This design comes from an exercise in tuning for small area and a short achievable clock period on the open sky130 flow, not from production work. Only simulation tests tie the RTL to the original design; equivalence was not proved. Power figures rest on the tool's default switching activity, not on a simulated workload.

==> job 8181: inputs <==
==> flow/design.v (excerpt) <==
module mem_ecc_codec (
    input  wire        clk,
    input  wire        rst_n,
    input  wire        in_valid,
    input  wire [1:0]  in_op,
    input  wire [63:0] in_data,
    input  wire [7:0]  in_check,
    output reg         out_valid,
    output wire [63:0] out_data,
    output wire [7:0]  out_check,
    output wire [1:0]  out_status,
    output wire [7:0]  out_syndrome,
    output wire [6:0]  out_pos
);
    localparam [511:0] HCOL = {
        8'h57,8'h4F,8'h3E,8'h3D,8'h3B,8'h37,8'h2F,8'h1F,8'hE0,8'hD0,8'hC8,8'hC4,8'hC2,8'hC1,8'hB0,8'hA8,
        8'hA4,8'hA2,8'hA1,8'h98,8'h94,8'h92,8'h91,8'h8C,8'h8A,8'h89,8'h86,8'h85,8'h83,8'h70,8'h68,8'h64,
        8'h62,8'h61,8'h58,8'h54,8'h52,8'h51,8'h4C,8'h4A,8'h49,8'h46,8'h45,8'h43,8'h38,8'h34,8'h32,8'h31,
        8'h2C,8'h2A,8'h29,8'h26,8'h25,8'h23,8'h1C,8'h1A,8'h19,8'h16,8'h15,8'h13,8'h0E,8'h0D,8'h0B,8'h07};
    function [3:0] mul_a;
        input [3:0] x;
        input [3:0] n;
        reg   [3:0] p;
        integer     i;
        begin
            p = x;
            for (i = 0; i < 15; i = i + 1)
                if (i < n) p = {p[2:0], 1'b0} ^ (p[3] ? 4'h3 : 4'h0);
            mul_a = p;
        end
    endfunction
    function [2:0] lg3;
        input [3:0] x;
        begin
            lg3[0] = (x == 4'h1) | (x == 4'h8) | (x == 4'hA) | (x == 4'hC) | (x == 4'hF);
            lg3[1] = (x == 4'h2) | (x == 4'h3) | (x == 4'h7) | (x == 4'hB) | (x == 4'hD);
            lg3[2] = (x == 4'h4) | (x == 4'h5) | (x == 4'h6) | (x == 4'h9) | (x == 4'hE);
        end
    endfunction
    function [4:0] lg5;
        input [3:0] x;
        begin
            lg5[0] = (x == 4'h1) | (x == 4'h6) | (x == 4'h7);
            lg5[1] = (x == 4'h2) | (x == 4'hC) | (x == 4'hE);
            lg5[2] = (x == 4'h4) | (x == 4'hB) | (x == 4'hF);
            lg5[3] = (x == 4'h5) | (x == 4'h8) | (x == 4'hD);
            lg5[4] = (x == 4'h3) | (x == 4'h9) | (x == 4'hA);
        end
    endfunction
    wire       dec = in_op[0];
    wire [7:0] hd;
    wire [3:0] sd0, sd1;
    wire xg0 = in_data[22] ^ in_data[28];
    wire xg1 = in_data[7] ^ in_data[19];
    wire xg2 = in_data[25] ^ xg0;
    wire xg3 = in_data[10] ^ in_data[14];
    wire xg4 = in_data[3] ^ in_data[15];
    wire xg5 = in_data[56] ^ in_data[60];
  ...
export LEC_CHECK = 0
export CAP_MARGIN = 20
export CORE_MARGIN = 2
export CORE_UTILIZATION = 40
export SETUP_SLACK_MARGIN = 3.9
export SLEW_MARGIN = 20
export TNS_END_PERCENT = 5
create_clock -name core_clock -period 8.0 [get_ports {clk}]
standard.sh (not shown) runs the stock make flow with config.mk's settings and CLKGATE_MAP_FILE= SYNTH_SCRIPT=/design/flow/synth_recipe.tcl, a recipe that flattens the netlist after the stock synthesis.
==> flow/flow/run.sh <==
#!/bin/bash
# Own flow: the standard synthesis, then the combinational logic replaced
# by the gate-level netlist of flow/netgen.py (same registers: names and cell
# type), checked equivalent to the standard synthesis by yosys; then the
# standard layout, with plain buffers on the ports instead of the delay cells
# buffer_ports picks by default. If the generated netlist fails a check, the
# standard synthesis's netlist is laid out instead.
set -euo pipefail
HERE=$(pwd)
R=$HERE/orfs/results/$FLOW_PLATFORM/mem_ecc_codec/base
LIB=$FLOW_HOME/platforms/$FLOW_PLATFORM/lib/sky130_fd_sc_hd__tt_025C_1v80.lib
bash standard.sh synth > make_synth.log 2>&1
cp $R/1_2_yosys.v $HERE/synth_standard.v
USE=synth_standard.v
if LIB=$LIB python3 flow/netgen.py $HERE/net_gen.v > netgen.log 2>&1; then
  yosys -p "read_liberty -lib $LIB; read_verilog net_gen.v; hierarchy -top $FLOW_TOP; opt_clean -purge; write_verilog -noattr -noexpr net_norm.v" > yosys_norm.log 2>&1
  yosys -p "read_liberty -ignore_miss_func $LIB; read_verilog synth_standard.v; rename $FLOW_TOP gold; read_verilog net_norm.v; rename $FLOW_TOP gate; flatten gold gate; opt_clean; equiv_make gold gate equiv; hierarchy -top equiv; equiv_simple; equiv_status -assert" > yosys_equiv.log 2>&1 \
    && python3 - <<'PY' > regcheck.log 2>&1 && USE=net_norm.v
import re, sys
def regs(p):
    return sorted(re.findall(r'(sky130_fd_sc_hd__df\w+)\s+(\\\S+)', open(p).read()))
a, b = regs('synth_standard.v'), regs('net_norm.v')
print(len(a), len(b))
sys.exit(0 if a == b and a else 1)
PY
fi
echo "laying out $USE" > netlist_choice.log
cp $HERE/$USE $R/1_2_yosys.v
rm -f $R/1_synth.odb $R/1_synth.sdc
bash standard.sh BUFFER_PORTS_ARGS="-buffer_cell sky130_fd_sc_hd__buf_1" finish > make_finish.log 2>&1
Other scripts of this flow, unchanged in this note and not shown: flow/flow/netgen.py, flow/flow/paar.py
==> inputs of job 6021, as changes to job 8181 <==
--- a/flow/config.mk
+++ b/flow/config.mk
@@ -12,2 +12,2 @@
 export SLEW_MARGIN = 20
-export TNS_END_PERCENT = 5
+export TNS_END_PERCENT = 20
==> inputs of job 6387, as changes to job 8181 <==
--- a/flow/config.mk
+++ b/flow/config.mk
@@ -10,4 +10,5 @@
 export CORE_UTILIZATION = 40
-export SETUP_SLACK_MARGIN = 3.9
+export CTS_BUF_LIST = sky130_fd_sc_hd__clkbuf_8
+export CTS_CLUSTER_SIZE = 30
+export SETUP_SLACK_MARGIN = 3.5
 export SLEW_MARGIN = 20
-export TNS_END_PERCENT = 5
==> notes <==
Job 6021 completed without violations. Job 6387 produced a clean layout. Job 8181 passed the timing, DRC and antenna checks. Of job 6387 and job 6021, job 6021 has the higher first-iteration DRC count (gap about 2.3%, measured against job 6021). The lowest power belongs to job 6387, the highest to job 6021. Sequential share of layout area: job 8181 < job 6021 < job 6387. Hold slack, highest first: job 6021, job 8181, job 6387. Setup slack, lowest first: job 6387, job 8181, job 6021. Between job 6387 and job 6021, the lower final area is in job 6387 (gap 7.0%, measured against job 6021). In die area, job 6387 and job 8181 do not differ. Of job 6021 and job 6387, job 6021 has the higher utilization (gap 3.7 points).
==> figures <==
item	job 6387	job 6021	job 8181
Final design instance area without fill	7980 sq um	8580 sq um	8620 sq um
Sw Pwr	1.38 mW	1.52 mW	1.51 mW
Result of the run	complete, no violations	complete, no violations	complete, no violations
Proportion of cell area occupied by registers	21.6%	20.3%	20.2%
Worst Path Buf+Inv	4	2	5
1st-pass router iterations	5	5	6
Met1 routed wirelength after detailed routing	10.9 mm	10.9 mm	10.8 mm
Endpoint arrival time on the critical path	2.78 ns	2.54 ns	2.55 ns
Aggregate routed wire length	25.8 mm	26.5 mm	26.6 mm
Clock root cell	sky130_fd_sc_hd__clkbuf_8	sky130_fd_sc_hd__clkbuf_16	sky130_fd_sc_hd__clkbuf_16
Delay of the slowest cell on the worst path	0.40 ns	0.68 ns	0.35 ns
Number of global-route vias before repair	6352	6578	6560
Worst setup margin	3.62 ns	3.86 ns	3.85 ns
Tightest Pin Transition	0.998 ns	1.01 ns	1.00 ns
Area used by multi-input combinational logic	4930 sq um	5220 sq um	5230 sq um
Final-layout worst hold slack	1.42 ns	1.44 ns	1.44 ns
Power Clock	0.334 mW	0.446 mW	0.446 mW
Met2 track demand over resource in global routing	47.7%	49.2%	48.5%

static timing again, ports no longer ideal:
Ports are ideal in the flow. The routed layouts listed here were re-timed in OpenROAD. Step 1 assumes that a clkbuf_16 drives the clock port and a buf_2 every other input. Step 2 also shifts input and output timing later by t, the mid clock arrival at the registers, as if the neighbouring blocks saw the same clock. a / b / c = ideal ports / drivers / drivers and shift; a / b = the first two.
run | shift t [ns] | setup slack, ns | hold WS [ns] | worst setup path at the end | worst slew at a driven data input, ns
job 8181 | 0.368 | 3.854 / 3.814 / 3.542 | 1.437 / 1.417 / 1.786 | input to register | 0.04
job 6021 | 0.369 | 3.855 / 3.815 / 3.591 | 1.437 / 1.417 / 1.786 | input to register | 0.04
job 6387 | 0.377 | 3.623 / 3.588 / 3.356 | 1.417 / 1.402 / 1.779 | input to register | 0.04
After both steps setup and hold are still met in every run listed. For job 8181, which loses most, drivers alone change the setup slack by -0.040 ns; drivers and shift together by -0.312 ns.
